This design comes from an exercise in tuning for small area, a short achievable clock period and few clock cycles per item on the open sky130 flow, not from production work. The RTL was checked by simulation tests, not by an equivalence proof against the original design.

==> flow/design.v <==
module lp_div (
    input  wire        clk,
    input  wire        rst,         
    input  wire        start,       
    input  wire        signed_op,   
    input  wire [31:0] dividend,    
    input  wire [31:0] divisor,     
    output wire        in_ready,
    output reg         done,
    output wire [31:0] quotient,
    output wire [31:0] remainder,
    output wire        dz,          
    output wire        ov           
);
    reg        a_vld;
    reg [31:0] a_dvd;       
    reg [31:0] a_dsr;       
    reg        a_nq, a_nr, a_dz, a_ov;
    reg        b_busy;      
    reg [4:0]  b_cnt;       
    reg [31:0] b_rem;       
    reg [31:0] b_d;         
    reg [31:0] b_q;         
    reg        b_nq, b_nr, b_dz, b_ov;
    wire load = a_vld & ~b_busy;
    assign in_ready = ~a_vld | ~b_busy;
    wire        dvd_neg = signed_op & dividend[31];
    wire        dsr_neg = signed_op & divisor[31];
    function [5:0] lzc(input [31:0] x);
        integer i;
        begin
            lzc = 6'd32;
            for (i = 0; i < 32; i = i + 1)
                if (x[i]) lzc = 6'd31 - i[5:0];
        end
    endfunction
    wire [5:0] lz_a = lzc(a_dvd);
    wire [5:0] lz_d = lzc(a_dsr);
    wire [5:0] sh   = lz_d - lz_a;           
    wire       qz   = (lz_d < lz_a);          
    wire [31:0] d_al = a_dsr << sh[4:0];
    wire [32:0] diff = {1'b0, b_rem} - {1'b0, b_d};
    wire        fits = ~diff[32];
    always @(posedge clk) begin
        if (rst) begin
            a_vld  <= 1'b0;
            b_busy <= 1'b0;
            done   <= 1'b0;
        end else begin
            if (start & in_ready) begin
                a_vld <= 1'b1;
            end else if (load) begin
                a_vld <= 1'b0;
            end
            if (load) begin
                b_busy <= ~(qz | a_dz);
                done   <= qz | a_dz;
            end else if (b_busy) begin
                b_busy <= (b_cnt != 5'd0);
                done   <= (b_cnt == 5'd0);
            end else begin
                done   <= 1'b0;
            end
        end
        if (start & in_ready) begin
            a_dvd <= dvd_neg ? (32'd0 - dividend) : dividend;
            a_dsr <= dsr_neg ? (32'd0 - divisor)  : divisor;
            a_nq  <= dvd_neg ^ dsr_neg;
            a_nr  <= dvd_neg;
            a_dz  <= (divisor == 32'd0);
            a_ov  <= signed_op & (dividend == 32'h8000_0000) & (divisor == 32'hFFFF_FFFF);
        end
        if (load) begin
            b_rem <= a_dvd;
            b_d   <= d_al;
            b_q   <= {32{a_dz}};
            b_cnt <= sh[4:0];
            b_nq  <= a_nq;
            b_nr  <= a_nr;
            b_dz  <= a_dz;
            b_ov  <= a_ov;
        end else if (b_busy) begin
            if (fits) b_rem <= diff[31:0];
            b_d   <= {1'b0, b_d[31:1]};
            b_q   <= {b_q[30:0], fits};
            b_cnt <= b_cnt - 5'd1;
        end
    end
    assign quotient  = b_nq ? (32'd0 - b_q)   : b_q;
    assign remainder = b_nr ? (32'd0 - b_rem) : b_rem;
    assign dz = b_dz;
    assign ov = b_ov;
endmodule
export LEC_CHECK = 0
export CAP_MARGIN = 20
export CORE_MARGIN = 2
export CORE_UTILIZATION = 40
export SLEW_MARGIN = 20
create_clock -name core_clock -period 5.0 [get_ports {clk}]
run.sh (not shown) runs the stock make flow with config.mk's settings and CLKGATE_MAP_FILE= SYNTH_SCRIPT=/design/flow/synth_recipe.tcl, a recipe that flattens the netlist after the stock synthesis.
The baseline finished clean.
Testbench counts at the start, summed over its fixed seeds: cycles 21,145, divs 3,200.
Then changed:
Settings changed: ABC_CLOCK_PERIOD_IN_PS set to 2000, SETUP_SLACK_MARGIN set to 2.8.
- sequential share of layout area falls by 8.6 points
- cell area rose by 34%
- clock-buffer cell count is lower by 2
- global-route usage is higher by 4.1 points
- area after synthesis stays the same

Another version of the RTL of lp_div (not shown whole).
Size in the first run: ~2,700 cells after synthesis, ~290 flip-flops, ~20,000 sq um of cells after synthesis.
==> flow/design.v (excerpt) <==
module lp_div (
    input  wire        clk,
    input  wire        rst,         
    input  wire        start,       
    input  wire        signed_op,   
    input  wire [31:0] dividend,    
    input  wire [31:0] divisor,     
    output wire        in_ready,
    output reg         done,
    output reg  [31:0] quotient,
    output reg  [31:0] remainder,
    output reg         dz,          
    output reg         ov           
);
clock: 5.0 ns
lec_check: 0
abc_area: 1
cap_margin: 20
core_margin: 2
core_utilization: 55
setup_slack_margin: 2.6
slew_margin: 20
tns_end_percent: 0
standard.sh (not shown) runs the stock make flow with config.mk's settings and CLKGATE_MAP_FILE= SYNTH_SCRIPT=/design/flow/synth_recipe.tcl, a recipe that flattens the netlist after the stock synthesis.
==> flow/flow/run.sh <==
#!/bin/bash
# The standard layout flow, unchanged except that the port buffers
# are the library's smallest plain buffer instead of a delay buffer.
# Every input and output port still gets its own buffer.
set -euo pipefail
export BUFFER_PORTS_ARGS="-buffer_cell sky130_fd_sc_hd__buf_2"
bash standard.sh > standard.log 2>&1
Testbench counts at the start, summed over its fixed seeds: cycles 11,027, divs 3,200.
==> next run, changes <==
--- a/flow/config.mk
+++ b/flow/config.mk
@@ -12 +12 @@
-export SETUP_SLACK_MARGIN = 2.6
+export SETUP_SLACK_MARGIN = 2.0
Result: Hold slack hardly moves; register-to-register slack is worse by 0.09 ns; setup slack is worse by 0.090 ns; core utilization is lower by 0.34 points; non-clock buffer count is lower by 4; clock-buffer cell count does not change; routed wire length is lower by 0.33%.
==> next run, changes <==
--- a/flow/flow/run.sh
+++ b/flow/flow/run.sh
@@ -6 +6 @@
-export BUFFER_PORTS_ARGS="-buffer_cell sky130_fd_sc_hd__buf_2"
+export BUFFER_PORTS_ARGS="-buffer_cell sky130_fd_sc_hd__buf_1"
- The new run went through all stages and came out clean
- setup slack degrades by 0.036 ns
- non-clock buffer count came out lower by 2
- clock skew came out higher by 0.015 ns
- die area stays the same
- sequential cell count is unchanged
==> next run, changes <==
--- a/flow/flow/run.sh
+++ b/flow/flow/run.sh
@@ -6 +6 @@
-export BUFFER_PORTS_ARGS="-buffer_cell sky130_fd_sc_hd__buf_1"
+export BUFFER_PORTS_ARGS="-buffer_cell sky130_fd_sc_hd__buf_2"
--- a/flow/config.mk
+++ b/flow/config.mk
@@ -12 +12 @@
-export SETUP_SLACK_MARGIN = 2.0
+export SETUP_SLACK_MARGIN = 2.3
Result:
- sequential cell count stays the same
- non-clock buffer count went up by 6
- cell count is about the same
- synthesized cell count stays the same
- routed wire length went up by 2.7%
- critical path depth went down by 7
- worst setup slack improved by 0.13 ns
- design area went up by 2.1%
- global-route usage went up by 1.1 points

Setup of try-ember:
Starting RTL as in the previous note.
Settings: LEC_CHECK=0, ABC_AREA=1, CAP_MARGIN=20, CORE_MARGIN=2, CORE_UTILIZATION=55, SETUP_SLACK_MARGIN=1.7, SLEW_MARGIN=20, TNS_END_PERCENT=0; clock period 5.0 ns.
==> flow/flow/run.sh <==
#!/bin/bash
# The standard layout flow, unchanged except that the port buffers
# are the library's smallest plain buffer instead of a delay buffer.
# Every input and output port still gets its own buffer.
set -euo pipefail
export BUFFER_PORTS_ARGS="-buffer_cell sky130_fd_sc_hd__buf_2"
bash standard.sh > standard.log 2>&1
try-ember: no failed stages, no open violations at the end
Testbench counts of try-ember, summed over its fixed seeds: cycles 11,027, divs 3,200.
Setup changes, try-ember to try-tundra
==> flow/run.sh (new file) <==
#!/bin/bash
# synth_recipe.tcl (not shown) runs the flow's synth.tcl, then flattens the netlist and writes it again
# the make line also repeats each setting of config.mk as NAME=value (left out here)
make -C /OpenROAD-flow-scripts/flow DESIGN_CONFIG=/design/flow/config.mk WORK_HOME=/design/flow/orfs CLKGATE_MAP_FILE= SYNTH_SCRIPT=/design/flow/synth_recipe.tcl finish
diff --git a/flow/config.mk b/flow/config.mk
--- a/flow/config.mk
+++ b/flow/config.mk
@@ -10,5 +10,5 @@
 export CORE_MARGIN = 2
 export CORE_UTILIZATION = 55
-export SETUP_SLACK_MARGIN = 1.7
+export SETUP_SLACK_MARGIN = 2.0
 export SLEW_MARGIN = 20
 export TNS_END_PERCENT = 0
removed: flow/flow/run.sh
removed: flow/standard.sh
--- outcome ---
[try-tundra vs try-ember] required time at the worst-slack endpoint: higher in try-tundra
Re initial antenna violation count: try-tundra is 1 up on try-ember.
The run showing the smaller number of non-clock buffers is try-ember.
try-tundra -> try-ember: hold violation total from the final report flat
As of try-tundra, area of the multi-input gates had risen by a few percent compared to try-ember.
Compared with try-ember, try-tundra shows a higher sum of routed wire length over all layers.
The worst-case headroom to the max-slew limit of try-tundra and that of try-ember are within noise of each other.
Sort try-ember and try-tundra by met3 wire length, ascending, and try-tundra comes first.
[inputs] try-lagoon vs try-tundra
==> flow/flow/run.sh (new file) <==
#!/bin/bash
# The standard layout flow, unchanged except that the port buffers
# are the library's smallest plain buffer instead of a delay buffer.
# Every input and output port still gets its own buffer.
set -euo pipefail
export BUFFER_PORTS_ARGS="-buffer_cell sky130_fd_sc_hd__buf_2"
bash standard.sh > standard.log 2>&1
==> flow/standard.sh (new file) <==
#!/bin/bash
# synth_recipe.tcl (not shown) runs the flow's synth.tcl, then flattens the netlist and writes it again
# the make line also repeats each setting of config.mk as NAME=value (left out here)
make -C /OpenROAD-flow-scripts/flow DESIGN_CONFIG=/design/flow/config.mk WORK_HOME=/design/flow/orfs CLKGATE_MAP_FILE= SYNTH_SCRIPT=/design/flow/synth_recipe.tcl "${@:-finish}"
diff --git a/flow/config.mk b/flow/config.mk
--- a/flow/config.mk
+++ b/flow/config.mk
@@ -12,3 +12,3 @@
 export SETUP_SLACK_MARGIN = 2.0
 export SLEW_MARGIN = 20
-export TNS_END_PERCENT = 0
+export TNS_END_PERCENT = 20
removed: flow/run.sh
Results
The post-route non-filler standard cell count of try-tundra and that of try-lagoon are within noise of each other.
try-lagoon reached the end of the flow, and the finished layout is clean on the timing, DRC and antenna checks.
Sort try-lagoon and try-tundra by routed wire length, ascending, and try-lagoon comes first.

re-timing with driven ports:
Ports are ideal in the flow. The routed layouts listed here were re-timed in OpenROAD.
Step 1 sets driving cells, clkbuf_16 on the clock port and buf_2 on the other inputs (assumed; they add their load-dependent delay and slew).
Step 2 adds t to the input delays and takes it off the output delays; t is the mean of the earliest and latest rising clock arrival at the registers after step 1. Input paths then give back, and output paths get back, about the clock's delay inside the block.
Slacks: ideal / step 1 / step 2; pairs: ideal / step 1.
run | shift t [ns] | setup WS [ns] | pins driven straight from the clock port
the first run of note 1 | 0.479 | 0.178 / 0.130 / 0.426 | 1
the second run of note 1 | 0.492 | 0.660 / 0.607 / 0.737 | 1
the first run of note 2 | 0.593 | 2.063 / 2.063 / 1.544 | 1
the second run of note 2 | 0.593 | 1.974 / 1.974 / 1.499 | 1
the third run of note 2 | 0.601 | 1.938 / 1.938 / 1.399 | 1
the fourth run of note 2 | 0.593 | 2.063 / 2.063 / 1.544 | 1
try-ember | 0.595 | 1.791 / 1.791 / 1.341 | 1
try-tundra | 0.585 | 1.958 / 1.940 / 1.476 | 1
try-lagoon | 0.601 | 1.999 / 1.999 / 1.461 | 1
After both steps setup and hold are still met in every run listed. For the third run of note 2, which loses most, drivers alone change the setup slack by 0.000 ns; drivers and shift together by -0.539 ns.
